Source: an optimization exercise on an open RTL-to-GDS flow (aim: small area, a short achievable clock period and few clock cycles per item). Production flows keep margins and buffers that such runs may drop. Only simulation tests tie the RTL to the original design; equivalence was not proved. Power is estimated from default activity; no workload was simulated.

File: flow/design.v
module bindery_cut #(
    parameter W  = 8,
    parameter EN = 1
) (
    input  wire         clk,
    input  wire         rst,
    input  wire [W-1:0] d,
    output wire [W-1:0] q
);
    generate
        if (EN) begin : g_reg
            reg         vq;
            reg [W-2:0] dq;
            always @(posedge clk) begin
                if (rst) vq <= 1'b0;
                else     vq <= d[W-1];
                dq <= d[W-2:0];
            end
            assign q = {vq, dq};
        end else begin : g_wire
            assign q = d;
        end
    endgenerate
endmodule
module bindery_lzc56 (
    input  wire [55:0] x,
    output wire [5:0]  n,
    output wire        z
);
    wire [63:0] xp = {x, 8'hFF};
    reg [31:0] v1;
    reg [31:0] c1;
    reg [15:0] v2;
    reg [31:0] c2;    
    reg [7:0]  v3;
    reg [23:0] c3;    
    reg [3:0]  v4;
    reg [15:0] c4;    
    reg [1:0]  v5;
    reg [9:0]  c5;    
    reg [5:0]  c6;
    integer i;
    always @(*) begin
        for (i = 0; i < 32; i = i + 1) begin
            v1[i] = xp[2*i+1] | xp[2*i];
            c1[i] = !xp[2*i+1];
        end
        for (i = 0; i < 16; i = i + 1) begin
            v2[i] = v1[2*i+1] | v1[2*i];
            c2[2*i +: 2] = v1[2*i+1] ? {1'b0, c1[2*i+1]} : {1'b1, c1[2*i]};
        end
        for (i = 0; i < 8; i = i + 1) begin
            v3[i] = v2[2*i+1] | v2[2*i];
            c3[3*i +: 3] = v2[2*i+1] ? {1'b0, c2[2*(2*i+1) +: 2]} : {1'b1, c2[2*(2*i) +: 2]};
        end
        for (i = 0; i < 4; i = i + 1) begin
            v4[i] = v3[2*i+1] | v3[2*i];
            c4[4*i +: 4] = v3[2*i+1] ? {1'b0, c3[3*(2*i+1) +: 3]} : {1'b1, c3[3*(2*i) +: 3]};
        end
        for (i = 0; i < 2; i = i + 1) begin
            v5[i] = v4[2*i+1] | v4[2*i];
            c5[5*i +: 5] = v4[2*i+1] ? {1'b0, c4[4*(2*i+1) +: 4]} : {1'b1, c4[4*(2*i) +: 4]};
        end
        c6 = v5[1] ? {1'b0, c5[9:5]} : {1'b1, c5[4:0]};
    end
    assign n = c6;
    assign z = (x == 56'd0);
endmodule
module bindery_add64 (
    input  wire [63:0] x,
    input  wire [63:0] y,
    input  wire        ci,
    output wire [63:0] s
);
    wire [63:0] p0 = x ^ y;
    reg  [63:0] g, p;
    integer l, i;
    always @(*) begin
        g = x & y;
        p = p0;
        g[0] = g[0] | (p[0] & ci);
        for (l = 0; l < 6; l = l + 1)
            for (i = 0; i < 64; i = i + 1)
                if (((i + 1) % (2 << l)) == 0) begin
                    g[i] = g[i] | (p[i] & g[i - (1 << l)]);
                    p[i] = p[i] & p[i - (1 << l)];
                end
        for (l = 4; l >= 0; l = l - 1)
            for (i = 0; i < 64; i = i + 1)
                if (((i + 1) % (2 << l)) == (1 << l) && i >= (2 << l)) begin
                    g[i] = g[i] | (p[i] & g[i - (1 << l)]);
                    p[i] = p[i] & p[i - (1 << l)];
                end
    end
    assign s = p0 ^ {g[62:0], ci};
endmodule
module bindery_ge64 (
    input  wire [63:0] x,
    input  wire [63:0] y,
    output wire        ge
);
    reg [63:0] gt, eq;
    integer l, i;
    always @(*) begin
        gt = x & ~y;
        eq = ~(x ^ y);
        for (l = 0; l < 6; l = l + 1)
            for (i = 0; i < 64; i = i + (2 << l)) begin
                gt[i] = gt[i + (1 << l)] | (eq[i + (1 << l)] & gt[i]);
                eq[i] = eq[i + (1 << l)] & eq[i];
            end
    end
    assign ge = gt[0] | eq[0];
endmodule
module bindery_alu #(
    parameter R0 = 1,    
    parameter R1 = 1,    
    parameter R2 = 0,    
    parameter R3 = 1,    
    parameter R4 = 1,    
    parameter R5 = 0,    
    parameter R6 = 1     
) (
    input  wire        clk,
    input  wire        rst,
    input  wire        in_valid,
    input  wire [1:0]  cmd,        
    input  wire [2:0]  op,         
    input  wire [2:0]  ty,         
    input  wire [63:0] a,
    input  wire        a_nf,
    input  wire [63:0] b,
    input  wire        b_nf,
    output wire        out_valid,
    output wire [63:0] res,
    output wire        res_nf,
    output wire [1:0]  res_sub
);
    localparam W0 = 1 + 2 + 3 + 3 + 64 + 1 + 64 + 1;
    wire [W0-1:0] c0_d = {in_valid, cmd, op, ty, a, a_nf, b, b_nf};
    wire [W0-1:0] c0_q;
    bindery_cut #(.W(W0), .EN(R0)) u_c0 (.clk(clk), .rst(rst), .d(c0_d), .q(c0_q));
    wire        v0;
    wire [1:0]  i_cmd;
    wire [2:0]  i_op, i_ty;
    wire [63:0] i_a, i_b;
    wire        i_anf, i_bnf;
    assign {v0, i_cmd, i_op, i_ty, i_a, i_anf, i_b, i_bnf} = c0_q;
    wire t_i32 = (i_ty == 3'd0);
    wire t_i64 = (i_ty == 3'd1);
    wire t_f16 = (i_ty == 3'd2);
    wire t_b16 = (i_ty == 3'd3);
    wire t_f32 = (i_ty == 3'd4);
    wire t_f64 = (i_ty == 3'd5);
    wire is_int = t_i32 | t_i64;
    wire half   = t_f16 | t_b16;
    wire op_sum = (i_op == 3'd0);
    wire op_min = (i_op == 3'd1);
    wire minmax = (i_op == 3'd1) | (i_op == 3'd2);
    wire fsum   = !is_int & op_sum;
    wire leaf   = (i_cmd == 2'd0);
    wire two    = i_cmd[0];           
    wire fin    = i_cmd[1];
    wire fpm    = fsum & (!leaf | half);
    wire f16w   = leaf & t_f16;
    wire f16s   = f16w & op_sum;
    wire hkey   = half & (leaf | !op_sum) & !f16s;
    wire f32k   = t_f32 | (half & op_sum & !leaf);
    function [63:0] key_of;
        input [63:0] v;
        input        ki32, ki64, kf64, kf32, kh, kf16;
        reg   [10:0] e16;
        begin
            e16 = (v[14:10] == 5'd0)  ? 11'd113 :
                  (v[14:10] == 5'h1F) ? 11'd255 : {6'd0, v[14:10]} + 11'd112;
            key_of = ({64{ki32}} & {32'd0, ~v[31], v[30:0]})
                   | ({64{ki64}} & {~v[63], v[62:0]})
                   | ({64{kf64}} & {1'b0, v[62:0]})
                   | ({64{kf32}} & {4'd0, v[30:0], 29'd0})
                   | ({64{kh}}   & {4'd0, v[14:0], 45'd0})
                   | ({64{kf16}} & {1'b0, e16, v[9:0], 42'd0});
        end
    endfunction
    wire [63:0] ka = key_of(i_a, t_i32, t_i64, t_f64, f32k, hkey, f16s);
    wire        bz = fpm & !two;
    wire [63:0] kb = bz ? 64'd0 : key_of(i_b, t_i32, t_i64, t_f64, f32k, hkey, 1'b0);
    wire        ge;
    bindery_ge64 u_ge (.x(ka), .y(kb), .ge(ge));
    wire w64 = t_i64 | t_f64;
    wire sa  = w64 ? i_a[63] : (f32k | t_i32) ? i_a[31] : i_a[15];
    wire sb  = bz ? 1'b1 : w64 ? i_b[63] : (f32k | t_i32) ? i_b[31] : i_b[15];
    function [1:0] cls;        
        input [63:0] v;
        input        c16, cb, c32, c64;
        begin
            cls[1] = (c16 & (v[14:10] == 5'h1F)) | (cb & (v[14:7] == 8'hFF)) |
                     (c32 & (v[30:23] == 8'hFF)) | (c64 & (v[62:52] == 11'h7FF));
            cls[0] = (c16 & (v[9:0] != 0)) | (cb & (v[6:0] != 0)) |
                     (c32 & (v[22:0] != 0)) | (c64 & (v[51:0] != 0));
        end
    endfunction
    wire [1:0] ca_e = cls(i_a, t_f16, t_b16, t_f32, t_f64);
    wire [1:0] cb_e = cls(i_b, t_f16, t_b16, t_f32, t_f64);
    wire xemax = t_f64 ? (ka[62:52] == 11'h7FF) : (ka[59:52] == 8'hFF);
    wire yemax = t_f64 ? (kb[62:52] == 11'h7FF) : (kb[59:52] == 8'hFF);
    wire xfnz  = (ka[51:0] != 0);
    wire yfnz  = (kb[51:0] != 0);
    wire x_nan = xemax & xfnz,  y_nan = yemax & yfnz;
    wire x_inf = xemax & !xfnz, y_inf = yemax & !yfnz;
    wire sp_nan = x_nan | y_nan | (x_inf & y_inf & (sa != sb));
    wire sp_inf = x_inf | y_inf;
    wire sp_sgn = x_inf ? sa : sb;
    wire zsgn   = sa & sb;
    wire fp_le = (sa & !sb) | ((sa == sb) & (sa ? ge : !ge));
    wire le    = is_int ? !ge : fp_le;
    wire pick_b = two & (le != op_min);
    wire mm_nan = !is_int & !leaf & (ca_e[1] & ca_e[0] | two & cb_e[1] & cb_e[0]);
    wire xh = f16w ? (i_a[14:10] != 5'd0) : (ka[62:52] != 11'd0);
    wire yh = (kb[62:52] != 11'd0);
    wire [63:0] opa = fpm ? {8'd0, xh, ka[51:0], 3'd0} : i_a;
    wire [63:0] opb = fpm ? {8'd0, yh, kb[51:0], 3'd0} : i_b;
    wire swap  = fpm ? !ge : (minmax & pick_b);
    wire s_on  = fpm | (two & !minmax);       
    wire [63:0] big = swap ? opb : opa;
    wire [63:0] sml = !s_on ? 64'd0 : swap ? opa : opb;
    wire [10:0] ea = (ka[62:52] == 11'd0) ? 11'd1 : ka[62:52];
    wire [10:0] eb = (kb[62:52] == 11'd0) ? 11'd1 : kb[62:52];
    wire [11:0] dab = {1'b0, ea} - {1'b0, eb};
    wire [11:0] dba = {1'b0, eb} - {1'b0, ea};
    wire [10:0] be  = swap ? eb : ea;
    wire [10:0] dd  = dab[11] ? dba[10:0] : dab[10:0];
    wire [6:0]  dsh = !fpm ? 7'd0 : (dd[10:6] != 0) ? 7'd64 : {1'b0, dd[5:0]};
    wire bs      = swap ? sb : sa;
    wire eff_sub = fpm & (sa ^ sb);
    wire [1:0] fn = (!is_int | !two | op_sum | minmax) ? 2'd0 :
                    (i_op == 3'd3) ? 2'd1 : (i_op == 3'd4) ? 2'd2 : 2'd3;
    wire m64  = w64;
    wire m32  = m64 | t_i32 | t_f32 | (half & op_sum & !fin);
    wire nf16 = t_f16 & op_sum & fin;
    wire nfb  = t_b16 & op_sum & fin;
    wire nfx  = leaf ? (!is_int & ca_e[1]) : (i_anf | (two & i_bnf));
    wire fqn  = minmax & mm_nan;
    localparam WC = 16;
    wire [WC-1:0] ctl1 = {fpm, t_f64, m64, m32, nf16, nfb, fin, nfx, fqn,
                          t_f16, t_b16, t_f32, fin & !is_int, sp_nan, sp_inf, zsgn};
    localparam W1 = 1 + WC + 64 + 64 + 7 + 11 + 1 + 1 + 1 + 2;
    wire [W1-1:0] c1_q;
    bindery_cut #(.W(W1), .EN(R1)) u_c1 (.clk(clk), .rst(rst),
        .d({v0, ctl1, big, sml, dsh, be, bs, eff_sub, sp_sgn, fn}), .q(c1_q));
    wire        v1;
    wire [WC-1:0] ctl_1;
    wire [63:0] big1, sml1;
    wire [6:0]  dsh1;
    wire [10:0] be1;
    wire        bs1, esub1, spsg1;
    wire [1:0]  fn1;
    assign {v1, ctl_1, big1, sml1, dsh1, be1, bs1, esub1, spsg1, fn1} = c1_q;
    reg [55:0] al;
    reg        st;
    integer k;
    always @(*) begin
        al = sml1[55:0];
        st = 1'b0;
        if (dsh1[6]) begin
            st = |al;
            al = 56'd0;
        end
        for (k = 0; k < 6; k = k + 1) begin
            if (dsh1[k]) begin
                st = st | (|(al & ((56'd1 << (1 << k)) - 56'd1)));
                al = al >> (1 << k);
            end
        end
    end
    wire [63:0] sal = {sml1[63:56], al[55:1], al[0] | st};
    localparam W2 = 1 + WC + 64 + 64 + 11 + 1 + 1 + 1 + 2;
    wire [W2-1:0] c2_q;
    bindery_cut #(.W(W2), .EN(R2)) u_c2 (.clk(clk), .rst(rst),
        .d({v1, ctl_1, big1, sal, be1, bs1, esub1, spsg1, fn1}), .q(c2_q));
    wire        v2;
    wire [WC-1:0] ctl_2;
    wire [63:0] big2, sal2;
    wire [10:0] be2;
    wire        bs2, esub2, spsg2;
    wire [1:0]  fn2;
    assign {v2, ctl_2, big2, sal2, be2, bs2, esub2, spsg2, fn2} = c2_q;
    wire [63:0] sop = esub2 ? ~sal2 : sal2;
    wire [63:0] sum;
    bindery_add64 u_add (.x(big2), .y(sop), .ci(esub2), .s(sum));
    wire [63:0] pp  = big2 ^ sal2;
    wire [63:0] gg  = big2 & sal2;
    wire [63:0] ires = (fn2 == 2'd0) ? sum[63:0] :
                       (fn2 == 2'd1) ? gg : (fn2 == 2'd2) ? (pp | gg) : pp;
    localparam W3 = 1 + WC + 64 + 11 + 1 + 1;
    wire [W3-1:0] c3_q;
    bindery_cut #(.W(W3), .EN(R3)) u_c3 (.clk(clk), .rst(rst),
        .d({v2, ctl_2, ires, be2, bs2, spsg2}), .q(c3_q));
    wire        v3;
    wire [WC-1:0] ctl_3;
    wire [63:0] s3;
    wire [10:0] be3;
    wire        bs3, spsg3;
    assign {v3, ctl_3, s3, be3, bs3, spsg3} = c3_q;
    wire fpm3 = ctl_3[WC-1];
    wire [5:0] lz;
    wire       sz;
    bindery_lzc56 u_lzc (.x(s3[55:0]), .n(lz), .z(sz));
    wire        cy     = s3[56];
    wire        s_zero = !cy & sz;
    wire [10:0] bem1   = be3 - 11'd1;
    wire [5:0]  shl    = (!fpm3 | cy) ? 6'd0 :
                         ({5'd0, lz} < {1'b0, bem1}) ? lz : bem1[5:0];
    wire [63:0] nin    = (fpm3 & cy) ? {8'd0, s3[56:2], s3[1] | s3[0]} : s3;
    reg  [63:0] nrm;
    integer j;
    always @(*) begin
        nrm = nin;
        for (j = 0; j < 6; j = j + 1)
            if (shl[j]) nrm = {nrm[63:56], nrm[55:0] << (1 << j)};
    end
    wire [11:0] ex = cy ? {1'b0, be3} + 12'd1 : {1'b0, be3} - {6'd0, shl};
    localparam W4 = 1 + WC + 64 + 12 + 1 + 1 + 1;
    wire [W4-1:0] c4_q;
    bindery_cut #(.W(W4), .EN(R4)) u_c4 (.clk(clk), .rst(rst),
        .d({v3, ctl_3, nrm, ex, bs3, spsg3, s_zero}), .q(c4_q));
    wire        v4;
    wire [WC-1:0] ctl_4;
    wire [63:0] n4;
    wire [11:0] ex4;
    wire        bs4, spsg4, sz4;
    assign {v4, ctl_4, n4, ex4, bs4, spsg4, sz4} = c4_q;
    wire fpm4 = ctl_4[15], f64_4 = ctl_4[14];
    wire spn4 = ctl_4[2],  spi4 = ctl_4[1], zs4 = ctl_4[0];
    wire        g4   = f64_4 ? n4[2] : n4[31];
    wire        rs4  = f64_4 ? (n4[1] | n4[0]) : (|n4[30:0]);
    wire        lsb4 = f64_4 ? n4[3] : n4[32];
    wire        rup  = g4 & (rs4 | lsb4);
    wire [29:0] lo   = {1'b0, n4[31:3]} + {29'd0, rup};
    wire        c29  = f64_4 ? lo[29] : rup;
    wire [24:0] hi   = {1'b0, n4[55:32]} + {24'd0, c29};
    wire [52:0] mr   = {hi[23:0], f64_4 ? lo[28:0] : 29'd0};
    wire        mcy  = hi[24];
    wire        hid  = mr[52] | mcy;
    wire [12:0] efin = {1'b0, ex4} + {12'd0, mcy};
    wire [12:0] bef  = hid ? efin : 13'd0;
    wire        ovf  = f64_4 ? (bef >= 13'd2047) : (bef >= 13'd255);
    reg  [63:0] fval;
    always @(*) begin
        if (f64_4) begin
            if (spn4)      fval = 64'h7FF8_0000_0000_0000;
            else if (spi4) fval = {spsg4, 11'h7FF, 52'd0};
            else if (sz4)  fval = {zs4, 63'd0};
            else if (ovf)  fval = {bs4, 11'h7FF, 52'd0};
            else           fval = {bs4, bef[10:0], mr[51:0]};
        end else begin
            if (spn4)      fval = {32'd0, 32'h7FC0_0000};
            else if (spi4) fval = {32'd0, spsg4, 8'hFF, 23'd0};
            else if (sz4)  fval = {32'd0, zs4, 31'd0};
            else if (ovf)  fval = {32'd0, bs4, 8'hFF, 23'd0};
            else           fval = {32'd0, bs4, bef[7:0], mr[51:29]};
        end
    end
    wire [63:0] val = fpm4 ? fval : n4;
    localparam W5 = 1 + WC + 64;
    wire [W5-1:0] c5_q;
    bindery_cut #(.W(W5), .EN(R5)) u_c5 (.clk(clk), .rst(rst),
        .d({v4, ctl_4, val}), .q(c5_q));
    wire        v5;
    wire [WC-1:0] ctl_5;
    wire [63:0] v5x;
    assign {v5, ctl_5, v5x} = c5_q;
    wire m64_5 = ctl_5[13], m32_5 = ctl_5[12], nf16_5 = ctl_5[11], nfb_5 = ctl_5[10];
    wire fin_5 = ctl_5[9],  nfx_5 = ctl_5[8],  fqn_5 = ctl_5[7];
    wire tf16_5 = ctl_5[6], tb16_5 = ctl_5[5], tf32_5 = ctl_5[4], ffin_5 = ctl_5[3];
    wire f64_5 = ctl_5[14];
    wire [31:0] fv = v5x[31:0];
    wire        nb_rup  = fv[15] & ((fv[14:0] != 0) | fv[16]);
    wire [15:0] narrowb = fv[31:16] + {15'd0, nb_rup};
    wire [7:0]  fe  = fv[30:23];
    wire [23:0] fm  = {fe != 0, fv[22:0]};
    wire [7:0]  xs8 = 8'd113 - fe;
    wire [3:0]  xsh = (fe >= 8'd113) ? 4'd0 : (fe < 8'd101) ? 4'd13 : xs8[3:0];
    reg  [23:0] hm;
    reg         hst;
    integer q;
    always @(*) begin
        hm  = fm;
        hst = 1'b0;
        for (q = 0; q < 4; q = q + 1) begin
            if (xsh[q]) begin
                hst = hst | (|(hm & ((24'd1 << (1 << q)) - 24'd1)));
                hm  = hm >> (1 << q);
            end
        end
    end
    wire        h_g   = hm[12];
    wire        h_st  = hst | (|hm[11:0]);
    wire        h_rup = h_g & (h_st | hm[13]);
    wire [14:0] h_bd0 = (fe >= 8'd113) ? {fe[4:0] - 5'd16, hm[22:13]} : {5'd0, hm[22:13]};
    wire [14:0] h_bdy = h_bd0 + {14'd0, h_rup};
    wire [15:0] narrow16 = (fe == 8'hFF) ? ((fv[22:0] != 0) ? 16'h7E00 : {fv[31], 15'h7C00}) :
                           (fe > 8'd142) ? {fv[31], 15'h7C00} : {fv[31], h_bdy};
    reg [63:0] fy;
    always @(*) begin
        if (fqn_5)
            fy = tf16_5 ? 64'h7E00 : tb16_5 ? 64'h7FC0 : tf32_5 ? 64'h7FC0_0000 :
                 64'h7FF8_0000_0000_0000;
        else if (nf16_5)
            fy = {48'd0, narrow16};
        else if (nfb_5)
            fy = {48'd0, narrowb};
        else
            fy = {v5x[63:32] & {32{m64_5}}, v5x[31:16] & {16{m32_5}}, v5x[15:0]};
    end
    wire [1:0] fcl = cls(fy, tf16_5, tb16_5, tf32_5, f64_5);
    wire [1:0] fsub = !ffin_5 ? 2'b00 :
                      (fcl[1] & fcl[0]) ? 2'b01 : (fcl[1] & !nfx_5) ? 2'b10 : 2'b00;
    wire       fnf  = fin_5 ? 1'b0 : nfx_5;
    localparam W6 = 1 + 64 + 1 + 2;
    wire [W6-1:0] c6_q;
    bindery_cut #(.W(W6), .EN(R6)) u_c6 (.clk(clk), .rst(rst),
        .d({v5, fy, fnf, fsub}), .q(c6_q));
    assign {out_valid, res, res_nf, res_sub} = c6_q;
endmodule
File: flow/run.sh
#!/bin/bash
# synth_recipe.tcl (not shown) runs the flow's synth.tcl, then flattens the netlist and writes it again
# the make line also repeats each setting of config.mk as NAME=value (left out here)
make -C /OpenROAD-flow-scripts/flow DESIGN_CONFIG=/design/flow/config.mk WORK_HOME=/design/flow/orfs CLKGATE_MAP_FILE= SYNTH_SCRIPT=/design/flow/synth_recipe.tcl finish
File: flow/config.mk
export PLATFORM = sky130hd
export DESIGN_NAME = bindery_alu
export DESIGN_NICKNAME = bindery_alu
export VERILOG_FILES = /design/flow/design.v
export SDC_FILE = /design/flow/constraint.sdc
export NUM_CORES = 8
export LEC_CHECK = 0
export CAP_MARGIN = 20
export CORE_MARGIN = 2
export CORE_UTILIZATION = 50
export SLEW_MARGIN = 20
File: flow/constraint.sdc
create_clock -name core_clock -period 30.0 [get_ports {clk}]
set_input_delay 6.0000 -clock core_clock [delete_from_list [all_inputs] [get_ports {clk}]]
set_output_delay 6.0000 -clock core_clock [all_outputs]
set_load 0.01 [all_outputs]
==> summary.txt <==
-- worst max-delay path, delay by kind of cell, from the launching register on --
family,cells,cell delay (ns)
buffers and inverters,2,0.59
adders and majority gates,6,1.65
muxes,1,0.32
AOI/OAI and AO/OA,15,5.22
DFF,1,0.31
and+or+nand+nor,15,4.35
xor gates and xnor gates,1,0.16
-- layout make-up --
class,count,area (µm²)
fill,7769,35800
multi-input combinational,3910,27800
sequential,565,11300
timing repair buffer,278,2640
clock buffer,75,1620
inverter,384,1440
tap,1070,1340
clock inverter,33,369
antenna,4,10.0
-- metrics by stage --
stage,total power (W),hold WS (ns),setup WS [ns],instance area (µm²)
floorplan,0.00210,0.310,19.36,41700
global placement,0.00270,0.310,17.64,44500
detailed placement,0.00269,0.312,17.54,44500
CTS,0.00345,0.309,17.49,46500
global route,0.00366,0.329,16.27,46500
finish,0.00349,0.324,17.23,46500
-- state kept, by name, summed over array words and instances, names as in the netlist, 67 cells and up --
name,flops
u_c6.g_reg.dq,67
u_c0.g_reg.dq,138
u_c3.g_reg.dq,93
u_c1.g_reg.dq,167
u_c4.g_reg.dq,95
-- where the power goes --
part	total [W]	switching, W	internal (W)
clock network	0.000755	0.000321	0.000434
logic	0.00162	0.00100	0.000613
registers	0.00112	0.000213	0.000903
-- placed cells by master (no fill, tap or decap), types with 131 or more instances in the layout --
cell type / instances
a21oi_1: 325
nand3_1: 165
ha_1: 302
inv_1: 377
o21ai_0: 258
a211oi_1: 131
nor2_1: 508
nand2_1: 428
dfxtp_1: 557
clkdlybuf4s50_1: 208
mux2i_1: 173
-- cells in the mapped netlist, drive strengths merged, types with 27 or more instances --
master	n
a211oi	134
a21o	58
a21oi	327
a222oi	28
a22oi	46
a31oi	52
and2	79
and3	35
buf	75
clkbuf	250
dfxtp	565
fa	35
ha	302
inv	383
mux2	37
mux2i	174
mux4	97
nand2	430
nand2b	27
nand3	166
nand4	89
nor2	510
nor2b	45
nor3	129
nor4	109
o211ai	41
o21a	32
o21ai	267
o22ai	73
or2	44
or4	31
xnor2	112
xor2	80
-- worst max path at each step --
stage | to | slack, ns | startpoint | depth (start not counted)
after floorplan | u_c6.g_reg.dq[0] | 19.36 | u_c4.g_reg.dq[93] | 49
after global placement | u_c6.g_reg.dq[0] | 17.64 | u_c4.g_reg.dq[93] | 40
after detailed placement | u_c6.g_reg.dq[0] | 17.54 | u_c4.g_reg.dq[93] | 40
after CTS | u_c6.g_reg.dq[0] | 17.49 | u_c4.g_reg.dq[93] | 40
after global routing | u_c6.g_reg.dq[0] | 16.27 | u_c4.g_reg.dq[93] | 40
final | u_c6.g_reg.dq[0] | 17.23 | u_c4.g_reg.dq[93] | 40
-- routing by layer --
layer	up-vias	GRT usage, %
met5	-	0
met4	0	21.0
met3	498	5.66
met2	2156	60.4
met1	19096	45.9
li1	18815	-
-- kinds of logic (layout without fill, tap and decap cells) --
group | count (synthesis) | count (layout) | share of synthesized area (%)
flops | 565 | 565 | 27.1
compound gates | 1324 | 1324 | 21.0
simple gates | 1748 | 1748 | 20.1
other cells | 0 | 4 | 0
mux | 308 | 308 | 10.4
xor+xnor | 192 | 192 | 4.03
buf+inv | 709 | 770 | 6.50
fa+ha+maj | 338 | 338 | 10.8
==> summary.md <==
| Metric | Value |
|---|---|
| Status | `timing/DRC/antenna clean` |
| Routed WL | `162000 µm` |
| CTS tree | `yes` |
| Root buffer cell | `clkbuf_16` |
| Unique masters post-synth | `102` |
| Vias/cell | `6.42` |
| Area growth syn-to-layout | `11.6%` |
| Pre-antenna DRT Iters | `10` |
| Final period util | `42.6%` |
| Placed cells | `6206` |
| Worst R2R Path Depth | `40` |
| Slew @ Worst Pin | `1.22 ns` |
| Number of core rows | `105` |
| Clock skew | `0.0297 ns` |
| Crit start category | `flop` |
| Vias | `40565` |
| Leak | `19.8 nW` |
| Routed wl met3 | `13100 µm` |
| Routed length per placed instance | `25.6 µm` |
| Hold Crit Depth | `0` |
| Routed met1 length | `63500 µm` |
| Flop-to-flop setup slack | `17.23 ns` |
| Vias in the first global route | `38174` |
| Global-route usage over all layers | `36.7%` |
| Synthesized instance count | `5184` |
| Die H | `293 µm` |
| Yosys top cell by area | `dfxtp_1` |
| Hold Fails Final Rpt | `0` |
| Setup-failing EPs final | `0` |
| Critical Path Max Stage Delay | `0.79 ns` |
| CP max-delay cell | `a311o_1` |
| Setup bufs post-CTS | `0` |
| First-pass GRT wire length | `240000 µm` |
| Met2 wire length | `74300 µm` |
| Top FF cell, synth | `dfxtp_1` |
| R2r endpoint | `u_c6.g_reg.dq[0]` |
| HPWL after DPL | `126000 µm` |
| Initial antenna violation count | `5` |
| Total grt overflow | `0` |
| Area of the core | `0.0824 mm²` |
| Worst-path clk slew | `0.06 ns` |
| IO Count | `209` |
| Syn Area/Cell | `8.05 µm²` |
| Resized Gates After CTS | `0` |
| Class of the worst hold path | `reg -> reg` |
| Cts hold-fix bufs | `0` |
| Final nets | `5675` |
| CP arrival | `13.29 ns` |
| Crit-path max FO | `55` |
| Routed Antenna Nets | `0` |
| Hold Path End | `u_c3.g_reg.dq[11]` |
| Count of flip-flops with a built-in enable after synthesis | `0` |
| Non-filler cells, final | `6319` |
| Peak supply drop | `42.9 µV` |
| CTS H-tree depth | `2` |
| CTS Buf Count | `58` |
| Max clock buf depth | `3` |
| Slew headroom | `16.7%` |
| Post-layout util | `56.5%` |
| Setup_tns | `0 ns` |
| Synth top area share | `27.1%` |
| Top Layer Used | `met4` |
| Syn_nets | `5662` |
| IO Port Bufs | `208` |
| Largest net degree at the start of global routing | `218` |
| RSZ-0062 raised after global routing | `no` |
| Area contributors post-synth | `dfxtp_1 (27%), ha_1 (9.1%), mux4_2 (5.2%)` |
| Sink Count | `565` |
| Mapped cell area | `0.0417 mm²` |
| Cell area power density | `74.9 mW/mm²` |
| DR iter-0 viols | `4314` |
| Routability congestion estimate | `1.03` |
| Worst-skew pair later-pin latency | `0.65 ns` |
| RR Startpoint | `u_c4.g_reg.dq[93]` |
| DIE WIDTH | `293 µm` |
| Crit path time final | `12.77 ns` |
| Sequential share of the synthesized area | `27.1%` |
| Max cap viols | `0` |
| Synth async-reset ratio | `0%` |
| Critical path's most frequent cell | `ha_1` |
| Share of cells above drive strength 1 | `7.95%` |
| CP Data Required Time | `30.52 ns` |
| Synth warnings | `9` |
| Critical Path Sink Type | `flop` |
| Hold wc startpoint | `u_c1.g_reg.dq[14]` |
| Final Max Slew Viols | `0` |
| Drt drc | `0` |
| Achievable frequency | `78.3 MHz` |
| Die area | `0.0858 mm²` |
| Synthesis-stage register bit count | `565` |
| Crit Path Class | `reg -> reg` |
| Starting density of the core | `50.6%` |
Testbench counts, summed over its fixed seeds: cycles 24,040, items 24,000.

==> static timing again, ports no longer ideal <==
How much do the figures lean on ideal ports? The routed layout below was timed once more, with nothing changed but the port constraints. Step 1 sets driving cells, clkbuf_16 on the clock port and buf_2 on the other inputs (assumed; they add their load-dependent delay and slew). Step 2 times the ports against the registers' clock, not the clock port: input delays grow and output delays shrink by t, the midpoint of the rising clock arrivals with the driver on. a / b / c = ideal / step 1 / step 2; a / b = the first two.
t, ns: 0.708
setup slack, ns: 17.235 / 17.235 / 17.235
worst register clock-pin slew, ns: 0.07 / 0.07
worst data-port slew with drivers (ns): 0.13
After both steps setup and hold are still met in this run. The setup slack of this run moves by 0.000 ns with the drivers and by 0.000 ns with both steps.
